This is an optimization exercise on Yosys and OpenROAD, whose aim is small area, not a production implementation. The RTL was checked by simulation tests, not by an equivalence proof against the original design. Power figures rest on the tool's default switching activity, not on a simulated workload.

==> flow/design.v <==
module in_chan (
    input  wire        clk,
    input  wire        rst_n,
    input  wire        en,           
    input  wire [47:0] tb,           
    input  wire        raw,          
    input  wire        ilow,         
    input  wire        marker,       
    input  wire        src_on,       
    input  wire [2:0]  deb_preset,
    input  wire [15:0] deb_us,
    input  wire        wb_en,
    input  wire [6:0]  wb_ms,
    input  wire        tp_en,
    input  wire [6:0]  tp_win,
    input  wire [7:0]  tp_period,
    input  wire        safety,
    input  wire        fail_val,
    input  wire [2:0]  flt_clr,      
    output reg         valid,
    output reg         deb,          
    output reg         state,        
    output reg         cand,
    output wire        forced,
    output reg         wb_live,
    output reg         tp_live,
    output reg         tp_late_live,
    output reg  [2:0]  flt,          
    output reg  [31:0] edges,
    output reg         edge_v,
    output reg         edge_dir,
    output reg  [47:0] edge_stamp,
    output reg         frc_v,
    output reg         frc_state
);
    wire rst = !rst_n || !en;
    reg [15:0] preset_us;
    always @(*) begin
        case (deb_preset)
            3'd0: preset_us = 16'd1;
            3'd1: preset_us = 16'd10;
            3'd2: preset_us = 16'd100;
            3'd3: preset_us = 16'd1000;
            3'd4: preset_us = 16'd3000;
            3'd5: preset_us = 16'd10000;
            3'd6: preset_us = 16'd20000;
            default: preset_us = 16'd50000;
        endcase
    end
    wire [15:0] t_us = deb_us | (preset_us & {16{deb_us == 16'd0}});
    reg        clvl;           
    reg [6:0]  dp;             
    reg [15:0] du_n;           
    reg [47:0] cstamp;         
    reg        marker_q;
    reg        win_open;
    reg        win_pass;
    reg        hold;           
    reg [9:0]  wp;             
    reg [6:0]  wu_n;           
    reg [17:0] sp;             
    reg [7:0]  su_n;           
    reg [16:0] bp;             
    reg [6:0]  bu_n;           
    wire [6:0] dp_step = {~dp[5:0], ~(dp[6] ^ dp[5])};
    wire dp_99  = !dp[5] & dp[4] & !dp[3] & !dp[2] & !dp[1] & dp[0];       
    wire dp_end = dp[6] & !dp[4] & !dp[3] & dp[2] & dp[1] & !dp[0];        
    wire dsat    = ~|(du_n & t_us);                             
    wire rdiff   = raw ^ clvl;
    wire start   = !cand && (!valid || (raw != deb));
    wire restart = cand && rdiff && !valid;
    wire accept  = cand && !rdiff && dsat && !win_open;
    wire edge_ev = accept && valid;
    wire [9:0] wp_step = {~wp[8:0], ~(wp[9] ^ wp[6])};
    wire wp_wrap  = wp[9] & !wp[8] & !wp[7] & wp[6] & wp[5] & !wp[4] & wp[3] & wp[2] & wp[1] & !wp[0];   
    wire wdone    = (wp_wrap && !(|(wu_n & tp_win))) || (tp_win == 7'd0);
    wire mk_rise  = marker && !marker_q;
    wire open_ev  = !win_open && tp_en && mk_rise && valid && deb && src_on && !cand;
    wire w_abort  = win_open && !src_on;
    wire w_end    = win_open && src_on && wdone;
    wire tp_pass  = w_end && (win_pass || !raw);
    wire tp_fail  = w_end && !(win_pass || !raw);
    wire hold_end = wp_wrap && !wu_n[3] && !wu_n[1];             
    wire [17:0] sp_step = {~sp[16:0], ~(sp[17] ^ sp[10])};
    wire sp_wrap = sp[17] & !sp[16] & !sp[15] & sp[14] & sp[13] & sp[11] & !sp[10] & !sp[9] & !sp[8] &
                   !sp[7] & !sp[5] & sp[4] & sp[3] & sp[2] & sp[1] & !sp[0];    
    wire sclr    = !tp_en || !(valid && deb) || !src_on || tp_pass;
    wire sdone   = (sp_wrap && !(|(su_n & tp_period))) || (tp_period == 8'd0);
    wire expire  = !sclr && sdone;
    wire [16:0] bp_step = {~bp[15:0], ~(bp[16] ^ bp[13])};
    wire bp_wrap = bp[16] & bp[15] & bp[14] & !bp[12] & bp[11] & bp[10] & !bp[9] & !bp[8] & !bp[7] &
                   !bp[6] & bp[5] & !bp[4] & !bp[3] & bp[2] & bp[1] & !bp[0];   
    wire bclr    = !wb_en || !ilow;
    wire paused  = win_open || hold || (tp_en && !src_on);
    wire bdone   = (bp_wrap && !(|(bu_n & wb_ms))) || (wb_ms == 7'd0);
    wire wb_rise = !bclr && !paused && !wb_live && bdone;
    wire valid_n = valid || accept;
    wire deb_n   = accept ? clvl : deb;
    wire tp_live_n      = tp_en && (tp_fail || (tp_live && !tp_pass));
    wire tp_late_live_n = tp_en && (expire || (tp_late_live && !tp_pass));
    wire wb_live_n      = !bclr && (wb_live || wb_rise);
    wire [2:0] present = {tp_late_live, tp_live, wb_live};
    wire [2:0] flt_set = {expire, tp_fail, wb_rise};
    wire [2:0] flt_n   = (flt & ~(flt_clr & ~present)) | flt_set;
    wire       forced_n = safety & (|flt_n);
    wire       state_n  = forced_n ? fail_val : (valid_n & deb_n);
    wire       frc_ev   = (forced_n != forced) && (state_n != state);
    assign forced = safety & (|flt);
    wire es_ld = edge_ev && !rst;
    wire es_hd = !edge_ev && !rst;
    always @(posedge clk)
        edge_stamp <= ({48{es_ld}} & cstamp) | ({48{es_hd}} & edge_stamp);
    always @(posedge clk) begin
        if (!cand) cstamp <= tb;
        if (start || restart) begin
            clvl <= raw;
            dp   <= 7'd0;
            du_n <= 16'hffff;
        end else begin
            dp <= dp_end ? 7'd0 : dp_step;
            if (dp_99 && !dsat) du_n <= du_n - 16'd1;
        end
        win_pass <= win_open && (win_pass || !raw);
        if (open_ev || w_abort || w_end) begin
            wp <= 10'd0;
            wu_n <= 7'h7e;
        end else begin
            wp <= wp_wrap ? 10'd0 : wp_step;
            if (wp_wrap) wu_n <= wu_n - 7'd1;
        end
        if (sclr || sdone) begin
            sp <= 18'd0;
            su_n <= 8'hfe;
        end else begin
            sp <= sp_wrap ? 18'd0 : sp_step;
            if (sp_wrap) su_n <= su_n - 8'd1;
        end
    end
    always @(posedge clk) begin
        if (rst) begin
            valid        <= 1'b0;
            deb          <= 1'b0;
            state        <= 1'b0;
            cand         <= 1'b0;
            marker_q     <= 1'b0;
            win_open     <= 1'b0;
            hold         <= 1'b0;
            bp           <= 17'd0;
            bu_n         <= 7'h7e;
            wb_live      <= 1'b0;
            tp_live      <= 1'b0;
            tp_late_live <= 1'b0;
            flt          <= 3'd0;
            edges        <= 32'd0;
            edge_v       <= 1'b0;
            edge_dir     <= 1'b0;
            frc_v        <= 1'b0;
            frc_state    <= 1'b0;
        end else begin
            valid        <= valid_n;
            deb          <= deb_n;
            state        <= state_n;
            cand         <= cand ? !(rdiff && valid) && !accept : start;
            marker_q     <= marker;
            win_open     <= win_open ? !(w_abort || w_end) : open_ev;
            if (w_abort || w_end) hold <= 1'b1;
            else if (hold_end)    hold <= 1'b0;
            if (bclr) begin
                bp <= 17'd0;
                bu_n <= 7'h7e;
            end else if (!paused) begin
                bp <= bp_wrap ? 17'd0 : bp_step;
                if (bp_wrap) bu_n <= bu_n - 7'd1;
            end
            wb_live      <= wb_live_n;
            tp_live      <= tp_live_n;
            tp_late_live <= tp_late_live_n;
            flt          <= flt_n;
            edge_v       <= edge_ev;
            if (edge_ev) begin
                edges      <= edges + 32'd1;
                edge_dir   <= clvl;
            end
            frc_v        <= frc_ev;
            if (frc_ev) frc_state <= state_n;
        end
    end
endmodule
module inch4 (
    input  wire         clk,
    input  wire         rst_n,
    input  wire [47:0]  tb,
    input  wire [3:0]   en,
    input  wire [3:0]   raw,
    input  wire [3:0]   ilow,
    input  wire [3:0]   marker,
    input  wire [3:0]   src_on,
    input  wire [11:0]  deb_preset,
    input  wire [63:0]  deb_us,
    input  wire [3:0]   wb_en,
    input  wire [27:0]  wb_ms,
    input  wire [3:0]   tp_en,
    input  wire [27:0]  tp_win,
    input  wire [31:0]  tp_period,
    input  wire [3:0]   safety,
    input  wire [3:0]   fail_val,
    input  wire [11:0]  report,       
    input  wire [11:0]  flt_clr,
    output wire [3:0]   valid,
    output wire [3:0]   deb,
    output wire [3:0]   state,
    output wire [3:0]   cand,
    output wire [3:0]   forced,
    output wire [3:0]   wb_live,
    output wire [3:0]   tp_live,
    output wire [3:0]   tp_late_live,
    output wire [11:0]  flt,
    output wire [127:0] edges,
    output wire [3:0]   edge_v,
    output wire [3:0]   edge_dir,
    output wire [191:0] edge_stamp,
    output wire [3:0]   frc_v,
    output wire [3:0]   frc_state,
    output reg          in_any
);
    genvar i;
    generate
        for (i = 0; i < 4; i = i + 1) begin : ch
            in_chan u_chan (
                .clk          (clk),
                .rst_n        (rst_n),
                .en           (en[i]),
                .tb           (tb),
                .raw          (raw[i]),
                .ilow         (ilow[i]),
                .marker       (marker[i]),
                .src_on       (src_on[i]),
                .deb_preset   (deb_preset[i*3 +: 3]),
                .deb_us       (deb_us[i*16 +: 16]),
                .wb_en        (wb_en[i]),
                .wb_ms        (wb_ms[i*7 +: 7]),
                .tp_en        (tp_en[i]),
                .tp_win       (tp_win[i*7 +: 7]),
                .tp_period    (tp_period[i*8 +: 8]),
                .safety       (safety[i]),
                .fail_val     (fail_val[i]),
                .flt_clr      (flt_clr[i*3 +: 3]),
                .valid        (valid[i]),
                .deb          (deb[i]),
                .state        (state[i]),
                .cand         (cand[i]),
                .forced       (forced[i]),
                .wb_live      (wb_live[i]),
                .tp_live      (tp_live[i]),
                .tp_late_live (tp_late_live[i]),
                .flt          (flt[i*3 +: 3]),
                .edges        (edges[i*32 +: 32]),
                .edge_v       (edge_v[i]),
                .edge_dir     (edge_dir[i]),
                .edge_stamp   (edge_stamp[i*48 +: 48]),
                .frc_v        (frc_v[i]),
                .frc_state    (frc_state[i])
            );
        end
    endgenerate
    wire [11:0] live_cond = {tp_late_live[3], tp_live[3], wb_live[3],
                             tp_late_live[2], tp_live[2], wb_live[2],
                             tp_late_live[1], tp_live[1], wb_live[1],
                             tp_late_live[0], tp_live[0], wb_live[0]};
    always @(posedge clk) begin
        if (!rst_n) in_any <= 1'b0;
        else        in_any <= |(live_cond & report);
    end
endmodule
==> flow/flow/run.sh <==
#!/bin/bash
# Layout flow: the standard flow (standard.sh) with changes that only
# affect combinational logic and buffering; every register of the standard
# synthesis is kept, with its name and cell type.
#  1. standard synthesis (bash standard.sh synth), unchanged;
#  2. the combinational logic of that netlist is mapped again by ABC with an
#     area-oriented script (flow/reopt.abc), twice; flip-flops are black
#     boxes, so every register and its name stay as synthesis made them;
#  3. the rest of the standard flow, with ports buffered by buf_1 (the
#     default picks clkdlybuf4s50_1) and a clock tree of clkbuf_16 clusters
#     of up to 28 flip-flops without dummy loads.
# Each tool writes its full output to its own log in this folder.
set -euo pipefail
export BUFFER_PORTS_ARGS="-buffer_cell sky130_fd_sc_hd__buf_1"
export CTS_ARGS="-sink_clustering_enable -repair_clock_nets -dont_use_dummy_load -buf_list {sky130_fd_sc_hd__clkbuf_16} -sink_clustering_size 28 -sink_clustering_max_diameter 100"

bash standard.sh synth > synth.log 2>&1

RES=$PWD/orfs/results/$FLOW_PLATFORM/inch4/base
PLAT=$FLOW_HOME/platforms/$FLOW_PLATFORM
LIB=$(ls $PLAT/lib/sky130_fd_sc_hd__tt_025C_1v80.lib)
DONT_USE=$(sed -n '/DONT_USE_CELLS +=/,/^#/p' $PLAT/config.mk | grep -o 'sky130_fd_sc_hd__[A-Za-z0-9_]*' | sed 's/^/-dont_use /' | tr '\n' ' ')
YOSYS=yosys
[ -x /OpenROAD-flow-scripts/tools/install/yosys/bin/yosys ] && YOSYS=/OpenROAD-flow-scripts/tools/install/yosys/bin/yosys

cp $RES/1_2_yosys.v $RES/1_2_yosys_standard.v
FLOPS=$(grep -o 'sky130_fd_sc_hd__[a-z]*df[a-z]*_[0-9]*' $RES/1_2_yosys_standard.v | sort -u | tr '\n' ' ')
REMAP="flatten
rename -hide w:_*_.*
opt -fast
abc -liberty $LIB $DONT_USE -script $PWD/flow/reopt.abc
opt_clean -purge"
cat > reopt.ys <<EOF
read_liberty -ignore_miss_func $LIB
blackbox $FLOPS
read_verilog $RES/1_2_yosys_standard.v
hierarchy -top $FLOW_TOP
tee -o reopt_stat_before.txt stat -liberty $LIB
$REMAP
$REMAP
setundef -zero
hilomap -singleton -hicell sky130_fd_sc_hd__conb_1 HI -locell sky130_fd_sc_hd__conb_1 LO
splitnets
opt_clean -purge
insbuf -buf sky130_fd_sc_hd__buf_4 A X
tee -o reopt_stat.txt stat -liberty $LIB
write_verilog -noattr -nohex -nodec $RES/1_2_yosys.v
EOF
$YOSYS -s reopt.ys > reopt.log 2>&1
rm -f $RES/1_synth.odb $RES/1_synth.sdc

bash standard.sh > standard_flow.log 2>&1
==> flow/flow/reopt.abc <==
strash
dc2
dch -f
amap
strash
dc2
dch -f
amap
strash
dc2
dch -f
amap
strash
dc2
dch -f
amap
strash
dch -f
amap
==> flow/standard.sh <==
#!/bin/bash
# synth_recipe.tcl (not shown) runs the flow's synth.tcl, then flattens the netlist and writes it again
# the make line also repeats each setting of config.mk as NAME=value (left out here)
make -C /OpenROAD-flow-scripts/flow DESIGN_CONFIG=/design/flow/config.mk WORK_HOME=/design/flow/orfs CLKGATE_MAP_FILE= SYNTH_SCRIPT=/design/flow/synth_recipe.tcl "${@:-finish}"
==> flow/config.mk <==
export PLATFORM = sky130hd
export DESIGN_NAME = inch4
export DESIGN_NICKNAME = inch4
export VERILOG_FILES = /design/flow/design.v
export SDC_FILE = /design/flow/constraint.sdc
export NUM_CORES = 4
export LEC_CHECK = 0
export CAP_MARGIN = 20
export CORE_MARGIN = 2
export CORE_UTILIZATION = 70
export SLEW_MARGIN = 20
==> flow/constraint.sdc <==
create_clock -name core_clock -period 10.0 [get_ports {clk}]
set_input_delay 2.0000 -clock core_clock [delete_from_list [all_inputs] [get_ports {clk}]]
set_output_delay 2.0000 -clock core_clock [all_outputs]
set_load 0.01 [all_outputs]
==> impl_metrics.tcl, run 1 <==
set metrics [dict create \
    cts_root_buf "clkbuf_16" \
    first_pass_iters 9 \
    tightest_slew_ps 1050 \
    cts_buffers 39 \
    antenna_found_initial 7 \
    seq_area_sq_um 21000 \
    post_dp_cell_area_sq_um 36000 \
    p_total_uw 6190 \
    viasPerCell 6.18 \
    hold_class "reg2reg" \
    wl_per_cell_um 20.8 \
    cts_tree "built" \
    layout-drive-gt1-share 0.0199 \
    finalWirelength_um 94100 \
    clk_pin_slew_ps 100 \
    drt_iter0_drc 2815 \
    p_int_uw 4840 \
    power_frac_clock 0.293 \
    area_delta_synth_final_pct 12.5 \
    clkLatencyLatePin_ps 630 \
    stdcell_count 4532 \
    p_per_area_nw_per_um2 167 \
    cap_violations 0 \
    worstPathArrival_ps 8110 \
    period_needed_ps 7600 \
    pin_count 655 \
    start_util 0.707 \
    die_w_um 221 \
    finalCoreUtilization 0.796 \
    status "finished clean" \
    startpoint_type "input port" \
    cpMostUsedCell "and3_1" \
    worst_path_largest_cell_delay_ps 850 \
    power_switching_uw 1340 \
    p_leak_uw 0.0132 \
    track_usage 0.367 \
    vias 28000 \
    dieArea_sq_um 48700 \
    cp-end-kind "register" \
    worst-setup-path-type "in2reg" \
    synth_nets 3518 \
    gp_congestion 0.949 \
    synth_cells 3244 \
    rsz0062_at_grt "no" \
    antenna_left 0 \
    grt_pass1_vias 26000 \
    finalHoldViolCount 0 \
    crit_fanout 7 \
    fillers 2952 \
    max_freq_mhz 132 \
    synth_warnings 2 \
    max_slew_margin 0.279 \
    comb_power_share 0.042 \
    core-area_sq_um 46500 \
    cts_resized 0 \
    cts_buffer_depth 3 \
    power_frac_seq 0.665 \
    setup_violations 0 \
    grt_max_degree 70 \
    stdcell_area_sq_um 37000 \
    netlist_area_sq_um 32900 \
    htreeDepth 2 \
    skew_ps 62.1 \
    postCtsHoldBufs 0 \
    crit_required_ps 10510 \
    finalMaxSlewViolations 0 \
    dp_hpwl_um 67600 \
    num_rows 79 \
    avgSynthCellArea_sq_um 10.1 \
    grt_pass1_wl_um 139000 \
    timing.setup.tns_ps 0 \
    multi_input_area_sq_um 10600 \
    placed_cells 4482 \
    critPathSlowestCell "a2111oi_0" \
    cts.sinks 949 \
    drc 0 \
    portBuffers 654 \
    fin_nets 4190 \
    overflow 0 \
    die_h_um 221 \
    peakVddDrop_mv 0.228 \
    fin_crit_sh 0.760 \
    cts_setup_buffers 0 \
    swShare 0.217 \
]
==> layout make-up <==
class,instances,share of cell area
Tap cell,607,0.0205
Inverter,276,0.0280
Clock buffer,39,0.0264
Timing Repair Buffer,677,0.0711
Antenna cell,11,0.000744
Multi-Input combinational cell,1973,0.286
Sequential cell,949,0.567
==> routing by layer <==
layer  wire length, um  track usage  vias up
li1                  -            -    12900
met1             33900        0.431    13300
met2             45300        0.623     1498
met3              9030       0.0775      326
met4              5860        0.217        2
met5                10            0        -
==> metrics by stage <==
| step | hold WS [ps] | setup slack (ps) |
|---|---|---|
| finish | 380 | 2400 |
| global route | 404 | 1750 |
| CTS | 384 | 2580 |
| detailed placement | 371 | 1960 |
| global placement | 370 | 2250 |
| floorplan | 368 | 2620 |
==> path summary, 6_finish.rpt <==
kind                                            from                                   to  slack, ps  cells past startpoint
setup reg to reg  ch[2].u_chan.du_n[10]$_SDFFE_PP1P_  ch[2].u_chan.edges[31]$_SDFFE_PP0P_       3860                     28
hold reg to reg       ch[1].u_chan.sp[14]$_SDFF_PP0_       ch[1].u_chan.sp[15]$_SDFF_PP0_        380                      1
setup / recovery                       deb_preset[8]  ch[2].u_chan.edges[31]$_SDFFE_PP0P_       2400                     30
hold / removal        ch[1].u_chan.sp[14]$_SDFF_PP0_       ch[1].u_chan.sp[15]$_SDFF_PP0_        380                      1
==> power groups by stage <==
stage | registers [uW] | logic [uW] | clock network (uW)
5_1_grt | 4130 | 287 | 1940
4_1_cts | 4110 | 258 | 1820
3_3_place_gp | 4190 | 241 | 0
6_report | 4110 | 262 | 1810
3_5_place_dp | 4200 | 256 | 0
2_1_floorplan | 4180 | 137 | 0
==> critical path: cells and delay by family <==
kind                   cells  cell delay (ps)
AOI/OAI and AO/OA          4             1330
and+or+nand+nor           23             4220
buffers and inverters      3              560
==> registers in the layout (all words and copies together) (netlist names), 12 cells and up <==
signal,count
ch.u_chan.su_n,32
ch.u_chan.du_n,64
ch.u_chan.bu_n,28
ch.u_chan.dp,28
ch.u_chan.cstamp,192
ch.u_chan.flt,12
ch.u_chan.sp,72
ch.u_chan.wp,40
ch.u_chan.bp,68
ch.u_chan.edges,128
ch.u_chan.edge_stamp,192
ch.u_chan.wu_n,28
==> layout by cell type, fill, tap and decap left out, types with 8 or more instances in the layout <==
cell type  instances
a2111oi_0          8
a211o_1           13
a211oi_1          19
a21oi_1          103
a221oi_1          30
a222oi_1          29
a22o_1           106
a22oi_1           22
a31oi_1           12
a32oi_1           10
and2_0             9
and3_1           118
buf_1            654
buf_4             23
clkbuf_16         39
clkinv_1         271
dfxtp_1          753
diode_2           11
edfxtp_1         196
nand2_1          242
nand3_1           17
nand4_1           22
nand4b_1           8
nor2_1           601
nor2b_1           17
nor3_1           179
nor4_1            32
o211ai_1          52
o21a_1            11
o21ai_0          105
o22ai_1           91
or2_0             14
or3_1             21
or4_1             18
==> run 2: changes to the inputs <==
--- a/flow/flow/run.sh
+++ b/flow/flow/run.sh
@@ -4,6 +4,5 @@
 # synthesis is kept, with its name and cell type.
-#  1. standard synthesis (bash standard.sh synth), unchanged;
 #  2. the combinational logic of that netlist is mapped again by ABC with an
-#     area-oriented script (flow/reopt.abc), twice; flip-flops are black
-#     boxes, so every register and its name stay as synthesis made them;
+#     area-oriented script (flow/reopt.abc); flip-flops are black boxes,
+#     so every register and its name stay as synthesis made them;
 #  3. the rest of the standard flow, with ports buffered by buf_1 (the
@@ -39,3 +38,2 @@
 $REMAP
-$REMAP
 setundef -zero
--- a/flow/config.mk
+++ b/flow/config.mk
@@ -7,5 +7,6 @@
 export LEC_CHECK = 0
+export ABC_AREA = 1
 export CAP_MARGIN = 20
 export CORE_MARGIN = 2
-export CORE_UTILIZATION = 70
+export CORE_UTILIZATION = 80
 export SLEW_MARGIN = 20
==> impl_metrics.tcl, run 2 <==
set metrics [dict create \
    status "aborted with a tool error" \
    netlist_area_sq_um 32600 \
    lastStage "global routing (5_1_grt)" \
    gp_congestion 1.03 \
    synth_cells 3135 \
    pin_count 655 \
    post_dp_cell_area_sq_um 35600 \
    antenna_found_initial 22 \
    cts_root_buf "clkbuf_16" \
    start_util 0.816 \
    dp_hpwl_um 72800 \
    postCtsHoldBufs 0 \
    preCtsSetupSlack_ps 1230 \
    cts_resized 0 \
    cts_setup_buffers 0 \
    die_w_um 206 \
    avgSynthCellArea_sq_um 10.4 \
    grt_max_degree 52 \
    htreeDepth 2 \
    portBuffers 654 \
    synth_nets 3409 \
    synth_warnings 2 \
    die_h_um 206 \
    cts_buffers 39 \
    track_usage 0.730 \
    num_rows 73 \
    cts_buffer_depth 3 \
    error_line "[ERROR GRT-0232] Routing congestion too high. Check the congestion heatmap in the GUI." \
    overflow 107 \
]
run 2: worst max path at each step:
stage	slack, ps	cells past startpoint	end
2_1_floorplan	2160	30	ch[2].u_chan.edges[31]$_SDFFE_PP0P_
3_3_place_gp	1630	33	ch[1].u_chan.edges[31]$_SDFFE_PP0P_
3_5_place_dp	1230	32	ch[1].u_chan.edges[31]$_SDFFE_PP0P_
4_1_cts	1610	30	ch[3].u_chan.edges[31]$_SDFFE_PP0P_
run 2: metrics by stage:
stage,instances,util
2_1_floorplan,3135,-
3_5_place_dp,4291,0.891
4_1_cts,4330,0.915
3_3_place_gp,4291,0.891
run 2: power groups by stage:
stage / sequential (uW) / combinational (uW) / clock [uW]
3_3_place_gp: 4130 / 210 / 0
3_5_place_dp: 4140 / 226 / 0
4_1_cts: 4070 / 236 / 1820
2_1_floorplan: 4130 / 108 / 0
run 2: routing by layer:
layer / global-route usage / overflow
met5: 0.343 / 0
met4: 0.638 / 43
met3: 0.591 / 12
met2: 0.899 / 45
met1: 0.746 / 7
==> run 3: changes to the inputs <==
--- a/flow/config.mk
+++ b/flow/config.mk
@@ -10,3 +10,3 @@
 export CORE_MARGIN = 2
-export CORE_UTILIZATION = 80
+export CORE_UTILIZATION = 70
 export SLEW_MARGIN = 20
==> impl_metrics.tcl, run 3 <==
set metrics [dict create \
    status "finished clean" \
    die_h_um 220 \
    cts_buffers 39 \
    track_usage 0.362 \
    overflow 0 \
    cts.sinks 949 \
    clkLatencyLatePin_ps 630 \
    p_per_area_nw_per_um2 165 \
    worst_path_largest_cell_delay_ps 560 \
    critPathSlowestCell "nor2_1" \
    pin_count 655 \
    period_needed_ps 8030 \
    drt_iter0_drc 2431 \
    worstPathArrival_ps 8550 \
    dieArea_sq_um 48400 \
    dp_hpwl_um 66500 \
    timing.rr.start "ch[1].u_chan.du_n[1]$_SDFFE_PP1P_" \
    layout-drive-gt1-share 0.0197 \
    num_rows 79 \
    wl_per_cell_um 20.7 \
    area_delta_synth_final_pct 12.6 \
    core-area_sq_um 46300 \
    cts_buffer_depth 3 \
    reg.largest.list "ch.u_chan.cstamp (192), ch.u_chan.edge_stamp (192), ch.u_chan.edges (128)" \
    cts_setup_buffers 0 \
    max_slew_margin 0.344 \
    finalWirelength_um 91500 \
    fin_crit_sh 0.803 \
    netlist_area_sq_um 32600 \
    cp-end-kind "register" \
    timing.setup.tns_ps 0 \
    viasPerCell 6.10 \
    postCtsHoldBufs 0 \
    max_freq_mhz 125 \
    cap_violations 0 \
    gp_congestion 0.973 \
    crit_fanout 4 \
    setup_violations 0 \
    layout_common_cells "753 x dfxtp_1, 654 x buf_1, 568 x nor2_1" \
    finalMaxSlewViolations 0 \
    start_util 0.705 \
    crit_start "deb_us[11]" \
    cts_resized 0 \
    clk_pin_slew_ps 100 \
    grt_max_degree 52 \
    worst-setup-path-type "in2reg" \
    antenna_found_initial 13 \
    die_w_um 220 \
    first_pass_iters 6 \
    cts_root_buf "clkbuf_16" \
    p_leak_uw 0.0132 \
    peakVddDrop_mv 0.212 \
    skew_ps 75.4 \
    layout_commonest_cell "dfxtp_1" \
    finalCoreUtilization 0.794 \
    fin_nets 4080 \
    cpMostUsedCell "and3_1" \
    crit_required_ps 10520 \
    grt_pass1_vias 25300 \
    min_from "ch[2].u_chan.wp[0]$_SDFF_PP0_" \
    synth_warnings 2 \
    drc 0 \
    htreeDepth 2 \
    rsz0062_at_grt "no" \
    hold_class "reg2reg" \
    finalHoldViolCount 0 \
    startpoint_type "input port" \
    whs_ps 361 \
    tightest_slew_ps 973 \
    vias 27000 \
    antenna_left 0 \
    synth_nets 3409 \
    grt_pass1_wl_um 136000 \
    cts_tree "built" \
    synth_cells 3135 \
    portBuffers 654 \
    avgSynthCellArea_sq_um 10.4 \
]
-- run 3: metrics by stage --
stage                     setup slack [ps]  total power (uW)  instance area (sq um)  cells
final                                 1970              6070                  36700   4424
after CTS                             2110              6080                  36700   4411
after detailed placement              1520              4360                  35700   4372
after global placement                1920              4340                  35700   4372
after global routing                  1470              6230                  36700   4423
after floorplan                       2160              4230                  32600   3135
-- run 3: routing by layer --
metal / vias to the layer above / wire (um) / track usage / share of wire
met5: - / 13 / 0 / 0.00014
met4: 2 / 5450 / 0.211 / 0.060
met3: 318 / 8530 / 0.0817 / 0.093
met2: 1339 / 43200 / 0.597 / 0.47
met1: 12700 / 34300 / 0.437 / 0.37
li1: 12600 / - / - / -
-- run 3: path summary, 6_finish.rpt --
kind	to	slack, ps	cells past startpoint
setup / recovery	ch[0].u_chan.edges[31]$_SDFFE_PP0P_	1970	33
hold / removal	ch[2].u_chan.wp[1]$_SDFF_PP0_	360	1
setup reg to reg	ch[1].u_chan.edges[31]$_SDFFE_PP0P_	4060	28
hold reg to reg	ch[2].u_chan.wp[1]$_SDFF_PP0_	360	1
-- run 3: layout make-up --
type / count / area [sq um]
inverters: 240 / 901
clock buffers: 39 / 976
flip-flops and latches: 949 / 21000
repair buffers: 675 / 2610
multi-input cells: 1901 / 10500
diodes: 13 / 32.5
fillers: 2965 / 9520
well taps: 607 / 759
-- run 3: critical path: cells and delay by family --
family	cells	cell delay [ps]
AND/OR/NAND/NOR	28	5670
AO/OA/AOI/OAI	3	540
buffers and inverters	2	340
-- run 3: where the power goes --
part | switching, uW | internal [uW] | leakage [uW]
Clock | 1090 | 705 | 0.000481
Combinational | 155 | 70.9 | 0.00465
Sequential | 44.8 | 4010 | 0.00811
Total | 1290 | 4780 | 0.0132
==> run 4: changes to the inputs <==
--- a/flow/flow/run.sh
+++ b/flow/flow/run.sh
@@ -9,3 +9,3 @@
 #     default picks clkdlybuf4s50_1) and a clock tree of clkbuf_16 clusters
-#     of up to 28 flip-flops without dummy loads.
+#     of up to 32 flip-flops without dummy loads.
 # Each tool writes its full output to its own log in this folder.
@@ -13,3 +13,3 @@
 export BUFFER_PORTS_ARGS="-buffer_cell sky130_fd_sc_hd__buf_1"
-export CTS_ARGS="-sink_clustering_enable -repair_clock_nets -dont_use_dummy_load -buf_list {sky130_fd_sc_hd__clkbuf_16} -sink_clustering_size 28 -sink_clustering_max_diameter 100"
+export CTS_ARGS="-sink_clustering_enable -repair_clock_nets -dont_use_dummy_load -buf_list {sky130_fd_sc_hd__clkbuf_16} -sink_clustering_size 32 -sink_clustering_max_diameter 100"
 
--- a/flow/config.mk
+++ b/flow/config.mk
@@ -10,3 +10,3 @@
 export CORE_MARGIN = 2
-export CORE_UTILIZATION = 70
+export CORE_UTILIZATION = 80
 export SLEW_MARGIN = 20
==> impl_metrics.tcl, run 4 <==
set metrics [dict create \
    synth_nets 3409 \
    avgSynthCellArea_sq_um 10.4 \
    post_dp_cell_area_sq_um 35600 \
    track_usage 0.753 \
    grt_max_degree 52 \
    cts_setup_buffers 0 \
    placed_cells 4291 \
    antenna_found_initial 31 \
    cts_buffer_depth 3 \
    htreeDepth 2 \
    synth_warnings 2 \
    status "aborted with a tool error" \
    cts_resized 0 \
    cts_buffers 35 \
    pin_count 655 \
    overflow 103 \
    postCtsHoldBufs 0 \
    netlist_area_sq_um 32600 \
    error_line "[ERROR GRT-0232] Routing congestion too high. Check the congestion heatmap in the GUI." \
    grt-worst-endpoint "ch[3].u_chan.edges[31]$_SDFFE_PP0P_/D" \
    synth_cells 3135 \
    dp_hpwl_um 72800 \
    num_rows 73 \
    start_util 0.816 \
    lastStage "global routing (5_1_grt)" \
    portBuffers 654 \
    gp_congestion 1.03 \
    cts_root_buf "clkbuf_16" \
    die_w_um 206 \
    die_h_um 206 \
    worstEndpointType "register data pin" \
]
==> run 4: routing by layer <==
metal,GRT usage,GRT overflow
met1,0.762,6
met2,0.913,47
met4,0.666,38
met3,0.630,10
met5,0.395,2
==> run 4: worst min-delay path by stage <==
stage,startpoint,to,depth (start not counted)
after floorplan,ch[0].u_chan.sp[12]$_SDFF_PP0_,ch[0].u_chan.sp[13]$_SDFF_PP0_,1
after global placement,ch[3].u_chan.sp[12]$_SDFF_PP0_,ch[3].u_chan.sp[13]$_SDFF_PP0_,1
after detailed placement,ch[2].u_chan.sp[12]$_SDFF_PP0_,ch[2].u_chan.sp[13]$_SDFF_PP0_,1
after CTS,ch[3].u_chan.sp[6]$_SDFF_PP0_,ch[3].u_chan.sp[7]$_SDFF_PP0_,1
==> run 4: stage by stage <==
step / hold slack (ps) / worst slack (ps)
2_1_floorplan: 368 / 2160
4_1_cts: 380 / 1630
3_3_place_gp: 370 / 1630
3_5_place_dp: 371 / 1230
==> run 4: power by group through the flow <==
stage          clock network (uW)  logic (uW)  registers (uW)
4_1_cts                      1730         235            4060
3_5_place_dp                    0         226            4140
3_3_place_gp                    0         210            4130
2_1_floorplan                   0         108            4130

[static timing again, ports no longer ideal]
No port has a modelled driver above. Below, the same layouts with a new extraction and two added sets of constraints. Step 1 assumes that a clkbuf_16 drives the clock port and a buf_2 every other input. Step 2 times the ports against the registers' clock, not the clock port: input delays grow and output delays shrink by t, the midpoint of the rising clock arrivals with the driver on. Slacks: ideal ports / drivers / drivers and shift; pairs: ideal ports / drivers.
run | shift t [ns] | setup slack, ns | hold WS [ns] | worst data-port slew with drivers (ns)
run 1 | 0.660 | 2.399 / 2.405 / 1.745 | 0.380 / 0.380 / 0.380 | 0.14
run 3 | 0.652 | 1.974 / 2.013 / 1.361 | 0.361 / 0.361 / 0.361 | 0.16
After both steps setup and hold are still met in every run listed. For run 1, which loses most, drivers alone change the setup slack by +0.006 ns; drivers and shift together by -0.654 ns.
